This design comes from an exercise in tuning for small area and a short achievable clock period on the open sky130 flow, not from production work.
Function was checked by simulation only, so behaviour that the tests miss may differ from the original.

==> flow/config.mk <==
export PLATFORM = sky130hd
export DESIGN_NAME = ctr_decoder
export DESIGN_NICKNAME = ctr_decoder
export VERILOG_FILES = /design/flow/design.v
export SDC_FILE = /design/flow/constraint.sdc
export NUM_CORES = 4
export LEC_CHECK = 0
export CAP_MARGIN = 20
export CORE_MARGIN = 2
export CORE_UTILIZATION = 40
export SLEW_MARGIN = 20
==> flow/constraint.sdc <==
create_clock -name core_clock -period 18.0 [get_ports {clk}]
set_input_delay 3.6000 -clock core_clock [delete_from_list [all_inputs] [get_ports {clk}]]
set_output_delay 3.6000 -clock core_clock [all_outputs]
set_load 0.01 [all_outputs]
==> flow/design.v <==
module ctr_decoder (
    input  wire        clk,
    input  wire        rst,
    input  wire        in_valid,
    input  wire [63:0] in_container,
    input  wire [35:0] in_addr,
    output wire        out_valid,
    output wire [1:0]  out_outcome,    
    output wire [47:0] out_data,
    output wire        out_poison,
    output wire [63:0] out_container,  
    output wire [6:0]  out_pos0,       
    output wire [6:0]  out_pos1,       
    output wire        out_p,          
    output wire [5:0]  out_s1,         
    output wire [5:0]  out_s3          
);
    function automatic [5:0] gf_mul(input [5:0] a, input [5:0] b);
        integer i;
        reg [6:0] aa;
        reg [5:0] r;
        begin
            aa = {1'b0, a};
            r  = 6'd0;
            for (i = 0; i < 6; i = i + 1) begin
                if (b[i]) r = r ^ aa[5:0];
                aa = aa << 1;
                if (aa[6]) aa = aa ^ 7'h43;
            end
            gf_mul = r;
        end
    endfunction
    function automatic [5:0] invcube(input [5:0] a);
        case (a)
            6'd0: invcube = 6'd0;
            6'd1: invcube = 6'd1;
            6'd2: invcube = 6'd57;
            6'd3: invcube = 6'd25;
            6'd4: invcube = 6'd62;
            6'd5: invcube = 6'd14;
            6'd6: invcube = 6'd58;
            6'd7: invcube = 6'd13;
            6'd8: invcube = 6'd23;
            6'd9: invcube = 6'd51;
            6'd10: invcube = 6'd17;
            6'd11: invcube = 6'd59;
            6'd12: invcube = 6'd54;
            6'd13: invcube = 6'd25;
            6'd14: invcube = 6'd25;
            6'd15: invcube = 6'd24;
            6'd16: invcube = 6'd43;
            6'd17: invcube = 6'd23;
            6'd18: invcube = 6'd14;
            6'd19: invcube = 6'd40;
            6'd20: invcube = 6'd59;
            6'd21: invcube = 6'd18;
            6'd22: invcube = 6'd15;
            6'd23: invcube = 6'd14;
            6'd24: invcube = 6'd22;
            6'd25: invcube = 6'd23;
            6'd26: invcube = 6'd58;
            6'd27: invcube = 6'd5;
            6'd28: invcube = 6'd58;
            6'd29: invcube = 6'd8;
            6'd30: invcube = 6'd3;
            6'd31: invcube = 6'd59;
            6'd32: invcube = 6'd13;
            6'd33: invcube = 6'd8;
            6'd34: invcube = 6'd43;
            6'd35: invcube = 6'd51;
            6'd36: invcube = 6'd17;
            6'd37: invcube = 6'd18;
            6'd38: invcube = 6'd5;
            6'd39: invcube = 6'd13;
            6'd40: invcube = 6'd15;
            6'd41: invcube = 6'd62;
            6'd42: invcube = 6'd51;
            6'd43: invcube = 6'd22;
            6'd44: invcube = 6'd40;
            6'd45: invcube = 6'd62;
            6'd46: invcube = 6'd17;
            6'd47: invcube = 6'd3;
            6'd48: invcube = 6'd18;
            6'd49: invcube = 6'd3;
            6'd50: invcube = 6'd43;
            6'd51: invcube = 6'd22;
            6'd52: invcube = 6'd54;
            6'd53: invcube = 6'd57;
            6'd54: invcube = 6'd24;
            6'd55: invcube = 6'd57;
            6'd56: invcube = 6'd54;
            6'd57: invcube = 6'd24;
            6'd58: invcube = 6'd1;
            6'd59: invcube = 6'd1;
            6'd60: invcube = 6'd8;
            6'd61: invcube = 6'd5;
            6'd62: invcube = 6'd15;
            6'd63: invcube = 6'd40;
            default: invcube = 6'd0;
        endcase
    endfunction
    function automatic [5:0] gf_log(input [5:0] a);
        case (a)
            6'd0: gf_log = 6'd63;
            6'd1: gf_log = 6'd0;
            6'd2: gf_log = 6'd1;
            6'd3: gf_log = 6'd6;
            6'd4: gf_log = 6'd2;
            6'd5: gf_log = 6'd12;
            6'd6: gf_log = 6'd7;
            6'd7: gf_log = 6'd26;
            6'd8: gf_log = 6'd3;
            6'd9: gf_log = 6'd32;
            6'd10: gf_log = 6'd13;
            6'd11: gf_log = 6'd35;
            6'd12: gf_log = 6'd8;
            6'd13: gf_log = 6'd48;
            6'd14: gf_log = 6'd27;
            6'd15: gf_log = 6'd18;
            6'd16: gf_log = 6'd4;
            6'd17: gf_log = 6'd24;
            6'd18: gf_log = 6'd33;
            6'd19: gf_log = 6'd16;
            6'd20: gf_log = 6'd14;
            6'd21: gf_log = 6'd52;
            6'd22: gf_log = 6'd36;
            6'd23: gf_log = 6'd54;
            6'd24: gf_log = 6'd9;
            6'd25: gf_log = 6'd45;
            6'd26: gf_log = 6'd49;
            6'd27: gf_log = 6'd38;
            6'd28: gf_log = 6'd28;
            6'd29: gf_log = 6'd41;
            6'd30: gf_log = 6'd19;
            6'd31: gf_log = 6'd56;
            6'd32: gf_log = 6'd5;
            6'd33: gf_log = 6'd62;
            6'd34: gf_log = 6'd25;
            6'd35: gf_log = 6'd11;
            6'd36: gf_log = 6'd34;
            6'd37: gf_log = 6'd31;
            6'd38: gf_log = 6'd17;
            6'd39: gf_log = 6'd47;
            6'd40: gf_log = 6'd15;
            6'd41: gf_log = 6'd23;
            6'd42: gf_log = 6'd53;
            6'd43: gf_log = 6'd51;
            6'd44: gf_log = 6'd37;
            6'd45: gf_log = 6'd44;
            6'd46: gf_log = 6'd55;
            6'd47: gf_log = 6'd40;
            6'd48: gf_log = 6'd10;
            6'd49: gf_log = 6'd61;
            6'd50: gf_log = 6'd46;
            6'd51: gf_log = 6'd30;
            6'd52: gf_log = 6'd50;
            6'd53: gf_log = 6'd22;
            6'd54: gf_log = 6'd39;
            6'd55: gf_log = 6'd43;
            6'd56: gf_log = 6'd29;
            6'd57: gf_log = 6'd60;
            6'd58: gf_log = 6'd42;
            6'd59: gf_log = 6'd21;
            6'd60: gf_log = 6'd20;
            6'd61: gf_log = 6'd59;
            6'd62: gf_log = 6'd57;
            6'd63: gf_log = 6'd58;
            default: gf_log = 6'd0;
        endcase
    endfunction
    reg v_1;
    reg v_2;
    always @(posedge clk) begin
        if (rst) begin
            v_1 <= 1'b0;
            v_2 <= 1'b0;
        end else begin
            v_1 <= in_valid;
            v_2 <= v_1;
        end
    end
    assign out_valid = v_2;
    wire [63:0] c_0 = in_container;
    wire [0:0] tg_0 = {in_addr[0] ^ in_addr[1] ^ in_addr[2] ^ in_addr[3] ^ in_addr[4] ^ in_addr[5] ^ in_addr[6] ^ in_addr[7] ^ in_addr[8] ^ in_addr[9] ^ in_addr[10] ^ in_addr[11] ^ in_addr[12] ^ in_addr[13] ^ in_addr[14] ^ in_addr[15] ^ in_addr[16] ^ in_addr[17] ^ in_addr[18] ^ in_addr[19] ^ in_addr[20] ^ in_addr[21] ^ in_addr[22] ^ in_addr[23] ^ in_addr[24] ^ in_addr[25] ^ in_addr[26] ^ in_addr[27] ^ in_addr[28] ^ in_addr[29] ^ in_addr[30] ^ in_addr[31] ^ in_addr[32] ^ in_addr[33] ^ in_addr[34] ^ in_addr[35]};
    reg  [63:0] c_1;
    always @(posedge clk) c_1 <= c_0;
    reg  [0:0] tg_1;
    always @(posedge clk) tg_1 <= tg_0;
    wire [0:0] tag_1 = ^tg_1;
    wire [0:0] p_1 = ^c_1;
    wire [5:0] s1_1 = {(c_1[53] ^ c_1[58] ^ c_1[59] ^ c_1[3] ^ c_1[5] ^ c_1[8] ^ c_1[9] ^ c_1[10] ^ c_1[11] ^ c_1[13] ^ c_1[17] ^ c_1[18] ^ c_1[19] ^ c_1[22] ^ c_1[25] ^ c_1[27] ^ c_1[28] ^ c_1[30] ^ c_1[31] ^ c_1[32] ^ c_1[34] ^ c_1[35] ^ c_1[38] ^ c_1[39] ^ c_1[41] ^ c_1[43] ^ c_1[45] ^ c_1[46] ^ c_1[47] ^ c_1[62] ^ c_1[63] ^ c_1[61]), (c_1[52] ^ c_1[57] ^ c_1[58] ^ c_1[2] ^ c_1[4] ^ c_1[7] ^ c_1[8] ^ c_1[9] ^ c_1[10] ^ c_1[12] ^ c_1[16] ^ c_1[17] ^ c_1[18] ^ c_1[21] ^ c_1[24] ^ c_1[26] ^ c_1[27] ^ c_1[29] ^ c_1[30] ^ c_1[31] ^ c_1[33] ^ c_1[34] ^ c_1[37] ^ c_1[38] ^ c_1[40] ^ c_1[42] ^ c_1[44] ^ c_1[45] ^ c_1[46] ^ c_1[47] ^ c_1[62] ^ c_1[63]), (c_1[51] ^ c_1[56] ^ c_1[57] ^ c_1[1] ^ c_1[3] ^ c_1[6] ^ c_1[7] ^ c_1[8] ^ c_1[9] ^ c_1[11] ^ c_1[15] ^ c_1[16] ^ c_1[17] ^ c_1[20] ^ c_1[23] ^ c_1[25] ^ c_1[26] ^ c_1[28] ^ c_1[29] ^ c_1[30] ^ c_1[32] ^ c_1[33] ^ c_1[36] ^ c_1[37] ^ c_1[39] ^ c_1[41] ^ c_1[43] ^ c_1[44] ^ c_1[45] ^ c_1[46] ^ c_1[47] ^ c_1[62]), (c_1[50] ^ c_1[55] ^ c_1[56] ^ c_1[0] ^ c_1[2] ^ c_1[5] ^ c_1[6] ^ c_1[7] ^ c_1[8] ^ c_1[10] ^ c_1[14] ^ c_1[15] ^ c_1[16] ^ c_1[19] ^ c_1[22] ^ c_1[24] ^ c_1[25] ^ c_1[27] ^ c_1[28] ^ c_1[29] ^ c_1[31] ^ c_1[32] ^ c_1[35] ^ c_1[36] ^ c_1[38] ^ c_1[40] ^ c_1[42] ^ c_1[43] ^ c_1[44] ^ c_1[45] ^ c_1[46] ^ c_1[47]), (c_1[49] ^ c_1[54] ^ c_1[55] ^ c_1[59] ^ c_1[1] ^ c_1[4] ^ c_1[5] ^ c_1[6] ^ c_1[7] ^ c_1[9] ^ c_1[13] ^ c_1[14] ^ c_1[15] ^ c_1[18] ^ c_1[21] ^ c_1[23] ^ c_1[24] ^ c_1[26] ^ c_1[27] ^ c_1[28] ^ c_1[30] ^ c_1[31] ^ c_1[34] ^ c_1[35] ^ c_1[37] ^ c_1[39] ^ c_1[41] ^ c_1[42] ^ c_1[43] ^ c_1[44] ^ c_1[45] ^ c_1[46]), (c_1[48] ^ c_1[54] ^ c_1[59] ^ c_1[0] ^ c_1[4] ^ c_1[6] ^ c_1[9] ^ c_1[10] ^ c_1[11] ^ c_1[12] ^ c_1[14] ^ c_1[18] ^ c_1[19] ^ c_1[20] ^ c_1[23] ^ c_1[26] ^ c_1[28] ^ c_1[29] ^ c_1[31] ^ c_1[32] ^ c_1[33] ^ c_1[35] ^ c_1[36] ^ c_1[39] ^ c_1[40] ^ c_1[42] ^ c_1[44] ^ c_1[46] ^ c_1[47] ^ c_1[62] ^ c_1[63] ^ c_1[61])};
    wire [5:0] s3_1 = {(c_1[53] ^ c_1[55] ^ c_1[58] ^ c_1[1] ^ c_1[2] ^ c_1[5] ^ c_1[7] ^ c_1[8] ^ c_1[14] ^ c_1[16] ^ c_1[19] ^ c_1[22] ^ c_1[23] ^ c_1[26] ^ c_1[28] ^ c_1[29] ^ c_1[35] ^ c_1[37] ^ c_1[40] ^ c_1[43] ^ c_1[44] ^ c_1[47] ^ c_1[63] ^ c_1[61]), (c_1[51] ^ c_1[55] ^ c_1[56] ^ c_1[58] ^ c_1[59] ^ c_1[0] ^ c_1[1] ^ c_1[2] ^ c_1[3] ^ c_1[6] ^ c_1[7] ^ c_1[8] ^ c_1[12] ^ c_1[16] ^ c_1[17] ^ c_1[19] ^ c_1[20] ^ c_1[21] ^ c_1[22] ^ c_1[23] ^ c_1[24] ^ c_1[27] ^ c_1[28] ^ c_1[29] ^ c_1[33] ^ c_1[37] ^ c_1[38] ^ c_1[40] ^ c_1[41] ^ c_1[42] ^ c_1[43] ^ c_1[44] ^ c_1[45] ^ c_1[62] ^ c_1[63] ^ c_1[61]), (c_1[49] ^ c_1[51] ^ c_1[53] ^ c_1[54] ^ c_1[55] ^ c_1[57] ^ c_1[2] ^ c_1[3] ^ c_1[4] ^ c_1[5] ^ c_1[7] ^ c_1[8] ^ c_1[10] ^ c_1[12] ^ c_1[14] ^ c_1[15] ^ c_1[16] ^ c_1[18] ^ c_1[23] ^ c_1[24] ^ c_1[25] ^ c_1[26] ^ c_1[28] ^ c_1[29] ^ c_1[31] ^ c_1[33] ^ c_1[35] ^ c_1[36] ^ c_1[37] ^ c_1[39] ^ c_1[44] ^ c_1[45] ^ c_1[46] ^ c_1[47] ^ c_1[63] ^ c_1[61]), (c_1[52] ^ c_1[54] ^ c_1[57] ^ c_1[0] ^ c_1[1] ^ c_1[4] ^ c_1[6] ^ c_1[7] ^ c_1[13] ^ c_1[15] ^ c_1[18] ^ c_1[21] ^ c_1[22] ^ c_1[25] ^ c_1[27] ^ c_1[28] ^ c_1[34] ^ c_1[36] ^ c_1[39] ^ c_1[42] ^ c_1[43] ^ c_1[46] ^ c_1[62] ^ c_1[63]), (c_1[50] ^ c_1[54] ^ c_1[55] ^ c_1[57] ^ c_1[58] ^ c_1[59] ^ c_1[0] ^ c_1[1] ^ c_1[2] ^ c_1[5] ^ c_1[6] ^ c_1[7] ^ c_1[11] ^ c_1[15] ^ c_1[16] ^ c_1[18] ^ c_1[19] ^ c_1[20] ^ c_1[21] ^ c_1[22] ^ c_1[23] ^ c_1[26] ^ c_1[27] ^ c_1[28] ^ c_1[32] ^ c_1[36] ^ c_1[37] ^ c_1[39] ^ c_1[40] ^ c_1[41] ^ c_1[42] ^ c_1[43] ^ c_1[44] ^ c_1[47] ^ c_1[62] ^ c_1[63]), (c_1[48] ^ c_1[50] ^ c_1[52] ^ c_1[54] ^ c_1[55] ^ c_1[56] ^ c_1[58] ^ c_1[3] ^ c_1[4] ^ c_1[5] ^ c_1[6] ^ c_1[8] ^ c_1[9] ^ c_1[11] ^ c_1[13] ^ c_1[15] ^ c_1[16] ^ c_1[17] ^ c_1[19] ^ c_1[24] ^ c_1[25] ^ c_1[26] ^ c_1[27] ^ c_1[29] ^ c_1[30] ^ c_1[32] ^ c_1[34] ^ c_1[36] ^ c_1[37] ^ c_1[38] ^ c_1[40] ^ c_1[45] ^ c_1[46] ^ c_1[47] ^ c_1[62] ^ c_1[61])};
    wire [5:0] u_1 = invcube(s1_1);
    wire [5:0] d_1 = gf_mul(s3_1, u_1);
    wire [0:0] s1z_1 = ~|s1_1;
    wire [0:0] s3z_1 = ~|s3_1;
    wire [0:0] d1_1 = (d_1 == 6'd1);
    wire [0:0] trd_1 = d_1[5];
    wire [5:0] z_1 = {(~d_1[0] ^ d_1[1] ^ d_1[2] ^ d_1[4]), (~d_1[0] ^ d_1[3]), (~d_1[0]), (d_1[1] ^ d_1[2] ^ d_1[3]), (~d_1[0] ^ d_1[1]), (1'b0)};
    wire [5:0] x1_1 = gf_mul(s1_1, z_1);
    wire [5:0] x2_1 = x1_1 ^ s1_1;
    wire [5:0] lg1_1 = gf_log(x1_1);
    wire [5:0] lg2_1 = gf_log(x2_1);
    wire [0:0] lt_1 = (lg1_1 < lg2_1);
    wire [5:0] mn_1 = lt_1 ? lg1_1 : lg2_1;
    wire [5:0] mx_1 = lt_1 ? lg2_1 : lg1_1;
    wire [62:0] f_1 = {((x1_1 == 6'd33) | (x2_1 == 6'd33)), ((x1_1 == 6'd49) | (x2_1 == 6'd49)), ((x1_1 == 6'd57) | (x2_1 == 6'd57)), ((x1_1 == 6'd61) | (x2_1 == 6'd61)), ((x1_1 == 6'd63) | (x2_1 == 6'd63)), ((x1_1 == 6'd62) | (x2_1 == 6'd62)), ((x1_1 == 6'd31) | (x2_1 == 6'd31)), ((x1_1 == 6'd46) | (x2_1 == 6'd46)), ((x1_1 == 6'd23) | (x2_1 == 6'd23)), ((x1_1 == 6'd42) | (x2_1 == 6'd42)), ((x1_1 == 6'd21) | (x2_1 == 6'd21)), ((x1_1 == 6'd43) | (x2_1 == 6'd43)), ((x1_1 == 6'd52) | (x2_1 == 6'd52)), ((x1_1 == 6'd26) | (x2_1 == 6'd26)), ((x1_1 == 6'd13) | (x2_1 == 6'd13)), ((x1_1 == 6'd39) | (x2_1 == 6'd39)), ((x1_1 == 6'd50) | (x2_1 == 6'd50)), ((x1_1 == 6'd25) | (x2_1 == 6'd25)), ((x1_1 == 6'd45) | (x2_1 == 6'd45)), ((x1_1 == 6'd55) | (x2_1 == 6'd55)), ((x1_1 == 6'd58) | (x2_1 == 6'd58)), ((x1_1 == 6'd29) | (x2_1 == 6'd29)), ((x1_1 == 6'd47) | (x2_1 == 6'd47)), ((x1_1 == 6'd54) | (x2_1 == 6'd54)), ((x1_1 == 6'd27) | (x2_1 == 6'd27)), ((x1_1 == 6'd44) | (x2_1 == 6'd44)), ((x1_1 == 6'd22) | (x2_1 == 6'd22)), ((x1_1 == 6'd11) | (x2_1 == 6'd11)), ((x1_1 == 6'd36) | (x2_1 == 6'd36)), ((x1_1 == 6'd18) | (x2_1 == 6'd18)), ((x1_1 == 6'd9) | (x2_1 == 6'd9)), ((x1_1 == 6'd37) | (x2_1 == 6'd37)), ((x1_1 == 6'd51) | (x2_1 == 6'd51)), ((x1_1 == 6'd56) | (x2_1 == 6'd56)), ((x1_1 == 6'd28) | (x2_1 == 6'd28)), ((x1_1 == 6'd14) | (x2_1 == 6'd14)), ((x1_1 == 6'd7) | (x2_1 == 6'd7)), ((x1_1 == 6'd34) | (x2_1 == 6'd34)), ((x1_1 == 6'd17) | (x2_1 == 6'd17)), ((x1_1 == 6'd41) | (x2_1 == 6'd41)), ((x1_1 == 6'd53) | (x2_1 == 6'd53)), ((x1_1 == 6'd59) | (x2_1 == 6'd59)), ((x1_1 == 6'd60) | (x2_1 == 6'd60)), ((x1_1 == 6'd30) | (x2_1 == 6'd30)), ((x1_1 == 6'd15) | (x2_1 == 6'd15)), ((x1_1 == 6'd38) | (x2_1 == 6'd38)), ((x1_1 == 6'd19) | (x2_1 == 6'd19)), ((x1_1 == 6'd40) | (x2_1 == 6'd40)), ((x1_1 == 6'd20) | (x2_1 == 6'd20)), ((x1_1 == 6'd10) | (x2_1 == 6'd10)), ((x1_1 == 6'd5) | (x2_1 == 6'd5)), ((x1_1 == 6'd35) | (x2_1 == 6'd35)), ((x1_1 == 6'd48) | (x2_1 == 6'd48)), ((x1_1 == 6'd24) | (x2_1 == 6'd24)), ((x1_1 == 6'd12) | (x2_1 == 6'd12)), ((x1_1 == 6'd6) | (x2_1 == 6'd6)), ((x1_1 == 6'd3) | (x2_1 == 6'd3)), ((x1_1 == 6'd32) | (x2_1 == 6'd32)), ((x1_1 == 6'd16) | (x2_1 == 6'd16)), ((x1_1 == 6'd8) | (x2_1 == 6'd8)), ((x1_1 == 6'd4) | (x2_1 == 6'd4)), ((x1_1 == 6'd2) | (x2_1 == 6'd2)), ((x1_1 == 6'd1) | (x2_1 == 6'd1))};
    wire [0:0] clean_1 = s1z_1 & s3z_1 & ~p_1;
    wire [0:0] qonly_1 = s1z_1 & s3z_1 & p_1;
    wire [0:0] single_1 = d1_1;
    wire [0:0] dbl_1 = ~s1z_1 & ~d1_1 & ~p_1 & ~trd_1;
    wire [0:0] good_1 = s1z_1 & s3z_1 | d1_1 | dbl_1;
    wire [0:0] fq_1 = qonly_1 | d1_1 & ~p_1;
    wire [0:0] addr_1 = good_1 & (c_1[61] ^ f_1[62] ^ tag_1);
    wire [0:0] ok_1 = good_1 & ~addr_1;
    wire [11:0] sv_1 = {(s3_1[5] ^ c_1[63] ^ c_1[61] ^ tag_1), (s3_1[4] ^ ~c_1[62] ^ c_1[63] ^ c_1[61] ^ tag_1), (s3_1[3] ^ c_1[63] ^ c_1[61] ^ tag_1), (s3_1[2] ^ ~c_1[62] ^ c_1[63]), (s3_1[1] ^ ~c_1[62] ^ c_1[63]), (s3_1[0] ^ ~c_1[62] ^ c_1[61] ^ tag_1), (s1_1[5] ^ ~c_1[62] ^ c_1[63] ^ c_1[61] ^ tag_1), (s1_1[4] ^ ~c_1[62] ^ c_1[63]), (s1_1[3] ^ ~c_1[62]), (s1_1[2]), (s1_1[1]), (s1_1[0] ^ ~c_1[62] ^ c_1[63] ^ c_1[61] ^ tag_1)};
    wire [11:0] k_1 = {(sv_1[1] ^ sv_1[2] ^ sv_1[4] ^ sv_1[7] ^ sv_1[8] ^ sv_1[9] ^ sv_1[10] ^ sv_1[11]), (sv_1[0] ^ sv_1[1] ^ sv_1[3] ^ sv_1[5] ^ sv_1[6] ^ sv_1[7] ^ sv_1[8] ^ sv_1[9]), (sv_1[0] ^ sv_1[1] ^ sv_1[6] ^ sv_1[7] ^ sv_1[8] ^ sv_1[9] ^ sv_1[10] ^ sv_1[11]), (sv_1[0] ^ sv_1[6] ^ sv_1[7] ^ sv_1[8]), (sv_1[1] ^ sv_1[2] ^ sv_1[4] ^ sv_1[5] ^ sv_1[7] ^ sv_1[8] ^ sv_1[9] ^ sv_1[10]), (sv_1[0] ^ sv_1[1] ^ sv_1[3] ^ sv_1[4] ^ sv_1[5] ^ sv_1[6] ^ sv_1[7] ^ sv_1[9]), (sv_1[0] ^ sv_1[2] ^ sv_1[3] ^ sv_1[4] ^ sv_1[6] ^ sv_1[10] ^ sv_1[11]), (sv_1[3] ^ sv_1[4] ^ sv_1[5] ^ sv_1[10] ^ sv_1[11]), (sv_1[1] ^ sv_1[3] ^ sv_1[9] ^ sv_1[10] ^ sv_1[11]), (sv_1[0] ^ sv_1[1] ^ sv_1[4] ^ sv_1[5] ^ sv_1[6] ^ sv_1[9] ^ sv_1[10]), (sv_1[0] ^ sv_1[3] ^ sv_1[4] ^ sv_1[6] ^ sv_1[7] ^ sv_1[9] ^ sv_1[11]), (sv_1[2] ^ sv_1[3] ^ sv_1[5] ^ sv_1[6] ^ sv_1[8] ^ sv_1[10] ^ sv_1[11])};
    wire [0:0] qnew_1 = ~(p_1 ^ c_1[62] ^ c_1[63] ^ c_1[61] ^ c_1[60] ^ tag_1 ^ (^k_1));
    wire [63:0] oc_1 = {(ok_1 & (c_1[63] ^ f_1[61])), (~ok_1 | c_1[62] ^ f_1[60]), (tag_1), (ok_1 ? c_1[60] ^ fq_1 : qnew_1), (c_1[59] ^ (ok_1 ? f_1[11] : k_1[11])), (c_1[58] ^ (ok_1 ? f_1[10] : k_1[10])), (c_1[57] ^ (ok_1 ? f_1[9] : k_1[9])), (c_1[56] ^ (ok_1 ? f_1[8] : k_1[8])), (c_1[55] ^ (ok_1 ? f_1[7] : k_1[7])), (c_1[54] ^ (ok_1 ? f_1[6] : k_1[6])), (c_1[53] ^ (ok_1 ? f_1[5] : k_1[5])), (c_1[52] ^ (ok_1 ? f_1[4] : k_1[4])), (c_1[51] ^ (ok_1 ? f_1[3] : k_1[3])), (c_1[50] ^ (ok_1 ? f_1[2] : k_1[2])), (c_1[49] ^ (ok_1 ? f_1[1] : k_1[1])), (c_1[48] ^ (ok_1 ? f_1[0] : k_1[0])), (c_1[47] ^ (ok_1 & f_1[59])), (c_1[46] ^ (ok_1 & f_1[58])), (c_1[45] ^ (ok_1 & f_1[57])), (c_1[44] ^ (ok_1 & f_1[56])), (c_1[43] ^ (ok_1 & f_1[55])), (c_1[42] ^ (ok_1 & f_1[54])), (c_1[41] ^ (ok_1 & f_1[53])), (c_1[40] ^ (ok_1 & f_1[52])), (c_1[39] ^ (ok_1 & f_1[51])), (c_1[38] ^ (ok_1 & f_1[50])), (c_1[37] ^ (ok_1 & f_1[49])), (c_1[36] ^ (ok_1 & f_1[48])), (c_1[35] ^ (ok_1 & f_1[47])), (c_1[34] ^ (ok_1 & f_1[46])), (c_1[33] ^ (ok_1 & f_1[45])), (c_1[32] ^ (ok_1 & f_1[44])), (c_1[31] ^ (ok_1 & f_1[43])), (c_1[30] ^ (ok_1 & f_1[42])), (c_1[29] ^ (ok_1 & f_1[41])), (c_1[28] ^ (ok_1 & f_1[40])), (c_1[27] ^ (ok_1 & f_1[39])), (c_1[26] ^ (ok_1 & f_1[38])), (c_1[25] ^ (ok_1 & f_1[37])), (c_1[24] ^ (ok_1 & f_1[36])), (c_1[23] ^ (ok_1 & f_1[35])), (c_1[22] ^ (ok_1 & f_1[34])), (c_1[21] ^ (ok_1 & f_1[33])), (c_1[20] ^ (ok_1 & f_1[32])), (c_1[19] ^ (ok_1 & f_1[31])), (c_1[18] ^ (ok_1 & f_1[30])), (c_1[17] ^ (ok_1 & f_1[29])), (c_1[16] ^ (ok_1 & f_1[28])), (c_1[15] ^ (ok_1 & f_1[27])), (c_1[14] ^ (ok_1 & f_1[26])), (c_1[13] ^ (ok_1 & f_1[25])), (c_1[12] ^ (ok_1 & f_1[24])), (c_1[11] ^ (ok_1 & f_1[23])), (c_1[10] ^ (ok_1 & f_1[22])), (c_1[9] ^ (ok_1 & f_1[21])), (c_1[8] ^ (ok_1 & f_1[20])), (c_1[7] ^ (ok_1 & f_1[19])), (c_1[6] ^ (ok_1 & f_1[18])), (c_1[5] ^ (ok_1 & f_1[17])), (c_1[4] ^ (ok_1 & f_1[16])), (c_1[3] ^ (ok_1 & f_1[15])), (c_1[2] ^ (ok_1 & f_1[14])), (c_1[1] ^ (ok_1 & f_1[13])), (c_1[0] ^ (ok_1 & f_1[12]))};
    wire [1:0] ooc_1 = {~ok_1, good_1 & (~clean_1 | addr_1)};
    wire [0:0] none0_1 = ~good_1 | clean_1;
    wire [0:0] none1_1 = ~good_1 | clean_1 | p_1;
    wire [6:0] opos0_1 = {none0_1, mn_1 | {6{none0_1}}};
    wire [6:0] opos1_1 = {none1_1, mx_1 | {6{none1_1}}};
    wire [0:0] op_1 = p_1;
    wire [5:0] os1_1 = s1_1;
    wire [5:0] os3_1 = s3_1;
    reg  [63:0] oc_2;
    always @(posedge clk) oc_2 <= oc_1;
    reg  [1:0] ooc_2;
    always @(posedge clk) ooc_2 <= ooc_1;
    reg  [6:0] opos0_2;
    always @(posedge clk) opos0_2 <= opos0_1;
    reg  [6:0] opos1_2;
    always @(posedge clk) opos1_2 <= opos1_1;
    reg  [0:0] op_2;
    always @(posedge clk) op_2 <= op_1;
    reg  [5:0] os1_2;
    always @(posedge clk) os1_2 <= os1_1;
    reg  [5:0] os3_2;
    always @(posedge clk) os3_2 <= os3_1;
    assign out_outcome = ooc_2;
    assign out_container = oc_2;
    assign out_pos0 = opos0_2;
    assign out_pos1 = opos1_2;
    assign out_p = op_2;
    assign out_s1 = os1_2;
    assign out_s3 = os3_2;
    assign out_data = oc_2[47:0];
    assign out_poison = oc_2[62];
endmodule
==> flow/run.sh <==
#!/bin/bash
# synth_recipe.tcl (not shown) runs the flow's synth.tcl, then flattens the netlist and writes it again
# the make line also repeats each setting of config.mk as NAME=value (left out here)
make -C /OpenROAD-flow-scripts/flow DESIGN_CONFIG=/design/flow/config.mk WORK_HOME=/design/flow/orfs CLKGATE_MAP_FILE= SYNTH_SCRIPT=/design/flow/synth_recipe.tcl finish
==> reports/qor.yml <==
run_status: "complete, no violations"
floorplan.rows: 64
cts.reportedPaths.clkPinSlew_ns: 0.07
critPathMaxStageDelay_ns: 0.75
dr.pass1.iters: 6
die_h_um: 180
clock_sink_count: 160
synth_top_cell_area_share_pct: 25.7
synthArstFlopShare_pct: 0
ant_nets: 0
setup.worst_path.class: "flop to flop"
route.detailed.vias_per_inst: 5.52
synth_nets: 1564
grt_first_pass_wirelength_um: 63500
cp_data_arrival_time_ns: 11.62
cts_buffers: 17
rsz0062_at_grt: "false"
io_pins: 246
first_global_vias: 10654
relative_area_change_from_synthesis_to_final_layout_pct: 22.7
setup_viol: 0
drc: 0
port_buffer_count: 245
grt_use_total_pct: 25.2
grt_antenna_before_repair: 0
fillCellCount: 2914
worst_skew_pair.late_latency_ns: 0.45
placed_cells: 1938
count_of_unique_library_cells_instantiated_by_yosys: 78
dr.first_iter.drc_count: 1187
design.die.area_um2: 32600
synthTopCellsByArea: "sky130_fd_sc_hd__dfxtp_1 26%, sky130_fd_sc_hd__xnor2_1 20%, sky130_fd_sc_hd__xnor3_1 6.5%"
synthMostInstantiatedCell: "sky130_fd_sc_hd__xnor2_1"
design.final.nets: 1700
syn-instance-count: 1425
vias: 10872
drv.max_cap_violation_count: 0
holdBufCountCts: 0
cts_post_setup_buffers_inserted: 0
synthesis.yosys.warnings: 1
worst_hold_path_type: "flop to flop"
final-seq-area_um2: 3200
slew_viol_final: 0
seq_area_frac_synth_pct: 25.7
worst_margin_slew_ns: 0.954
htree_levels: 4
number_of_failing_hold_endpoints_at_the_final_stage: 0
hpwlAfterDp_um: 32200
final_util_pct: 49.9
flop_and_latch_count_out_of_synthesis: 160
drt_wl_total_um: 41800
cp-end-kind: "flop"
insertedDiodeCount: 0
critical_path.slowest_cell: "sky130_fd_sc_hd__a21oi_1"
hold_depth: 1
fmax_mhz: 89.0
floorplan.initialDensity_pct: 40.7
finClkSkew_ns: 0.0156
postSynth.topFlopCell: "sky130_fd_sc_hd__dfxtp_1"
synth.cell_area_um2: 12500
reg2reg_depth: 34
fin_crit_ns: 11.24
fin_setup_tns_ns: 0
synthTopCellsByCount: "289 x sky130_fd_sc_hd__xnor2_1, 169 x sky130_fd_sc_hd__nand2_1, 160 x sky130_fd_sc_hd__dfxtp_1, 71 x sky130_fd_sc_hd__nor2_1, 62 x sky130_fd_sc_hd__a21oi_1"
setup.worst_path.start_class: "flop"
cts_tree: "yes"
synth_area_leader_cell: "sky130_fd_sc_hd__dfxtp_1"
grt_overflow_total: 0
gp_congestion: 0.935
worst_slew_margin_rel_pct: 35.9
synth.avg_cell_area_um2: 8.74
cts-root-buf: "sky130_fd_sc_hd__clkbuf_16"
worst-path-max-fanout: 25
post_cts_resized: 0
post_detailed_route_wirelength_per_cell_um: 21.2
layout-drive-gt1-share_pct: 5.21
bufs_on_longest_clock_path: 2
grt_start_max_net_pins: 77
synth_edf_count: 0
fp.coreArea_um2: 30600
final_cells: 1970
multi_input_comb_area_um2: 8360
critical_path_required_ns: 18.38
final_min_period_over_clock_period_pct: 62.4
die_w_um: 180
registers in the layout, indices dropped and copies added (netlist names), 2 cells and up:
register and flops:
opos1_2 7, oc_2 64, os1_2 6, os3_2 6, c_1 64, opos0_2 7, ooc_2 2
logic make-up (layout without fill, tap and decap cells):
kind of cell / after synthesis / after routing / synth area share, %
xor gates and xnor gates: 398 / 398 / 34.0
and+or+nand+nor: 330 / 330 / 11.4
AOI/OAI and AO/OA: 315 / 315 / 16.7
buffers and inverters: 174 / 323 / 7.34
DFF: 160 / 160 / 25.7
adders and majority gates: 36 / 36 / 3.62
muxes: 12 / 12 / 1.13
path summary, 6_finish.rpt:
| path | start | endpoint | slack (ns) |
|---|---|---|---|
| worst max-delay path | c_1[18] | opos0_2[5] | 6.76 |
| worst min-delay path | v_1 | v_2 | 0.45 |
| worst max register to register | c_1[18] | opos0_2[5] | 6.76 |
| worst min register to register | v_1 | v_2 | 0.45 |
critical path, delay by kind of cell, from the launching register on:
| kind | cells | cell delay [ns] |
|---|---|---|
| flops | 1 | 0.51 |
| fa+ha+maj | 4 | 1.59 |
| xor+xnor | 8 | 3.30 |
| compound gates | 11 | 3.07 |
| simple gates | 6 | 1.22 |
| buf+inv | 5 | 1.44 |
cell type report:
cell class,count,area share [%]
inverter,37,0.918
tap,396,3.24
timing repair buffer,254,16.5
clock inverter,12,0.655
sequential,160,21.0
clock buffer,20,2.99
multi-input combinational,1091,54.7
metal layers:
| layer | global-route usage, % | routed length (µm) | up-vias |
|---|---|---|---|
| met5 | 0 | 0 | - |
| met4 | 11.2 | 1760 | 0 |
| met3 | 4.55 | 3060 | 86 |
| met2 | 42.4 | 19900 | 557 |
| met1 | 31.5 | 17200 | 5147 |
| li1 | - | - | 5082 |
cell usage in the layout, fill, tap and decap left out, types with 16 or more instances in the layout:
| master | netlist | routed |
|---|---|---|
| sky130_fd_sc_hd__clkbuf_16 | 0 | 17 |
| sky130_fd_sc_hd__o22ai_1 | 50 | 50 |
| sky130_fd_sc_hd__a211oi_1 | 17 | 17 |
| sky130_fd_sc_hd__inv_1 | 33 | 33 |
| sky130_fd_sc_hd__xnor3_1 | 36 | 36 |
| sky130_fd_sc_hd__a22o_1 | 16 | 16 |
| sky130_fd_sc_hd__xnor2_1 | 289 | 287 |
| sky130_fd_sc_hd__clkdlybuf4s50_1 | 0 | 245 |
| sky130_fd_sc_hd__a21oi_1 | 62 | 62 |
| sky130_fd_sc_hd__nand3_1 | 23 | 23 |
| sky130_fd_sc_hd__o21ai_0 | 55 | 55 |
| sky130_fd_sc_hd__nor2_1 | 71 | 71 |
| sky130_fd_sc_hd__o21ai_1 | 28 | 28 |
| sky130_fd_sc_hd__ha_1 | 36 | 36 |
| sky130_fd_sc_hd__xor2_1 | 50 | 50 |
| sky130_fd_sc_hd__nand2_1 | 169 | 169 |
| sky130_fd_sc_hd__dfxtp_1 | 160 | 160 |
| sky130_fd_sc_hd__nor3_1 | 23 | 23 |
metrics by stage:
| stage | instance area, µm² | setup WS, ns | hold WS, ns |
|---|---|---|---|
| CTS | 15300 | 6.66 | 0.457 |
| global route | 15300 | 6.25 | 0.474 |
| floorplan | 12500 | 9.25 | 0.414 |
| global placement | 14700 | 6.77 | 0.436 |
| detailed placement | 14700 | 6.68 | 0.446 |
| finish | 15300 | 6.76 | 0.451 |

==> afterwards: timing with drivers on the ports <==
No port has a modelled driver above. Below, the same layout with a new extraction and two added sets of constraints.
Step 1: set_driving_cell puts a clkbuf_16 on clk and a buf_2 on each other input, an assumption about the parent block.
Step 2 adds t to the input delays and takes it off the output delays; t is the mean of the earliest and latest rising clock arrival at the registers after step 1. Input paths then give back, and output paths get back, about the clock's delay inside the block.
a / b / c = ideal ports / drivers / drivers and shift; a / b = the first two.
t, ns: 0.492
slack for setup (ns): 6.761 / 6.761 / 6.761
clock arrival spread, ns: 0.016 / 0.016
After both steps setup and hold are still met in this run. For this run, drivers alone change the setup slack by 0.000 ns; drivers and shift together by 0.000 ns.
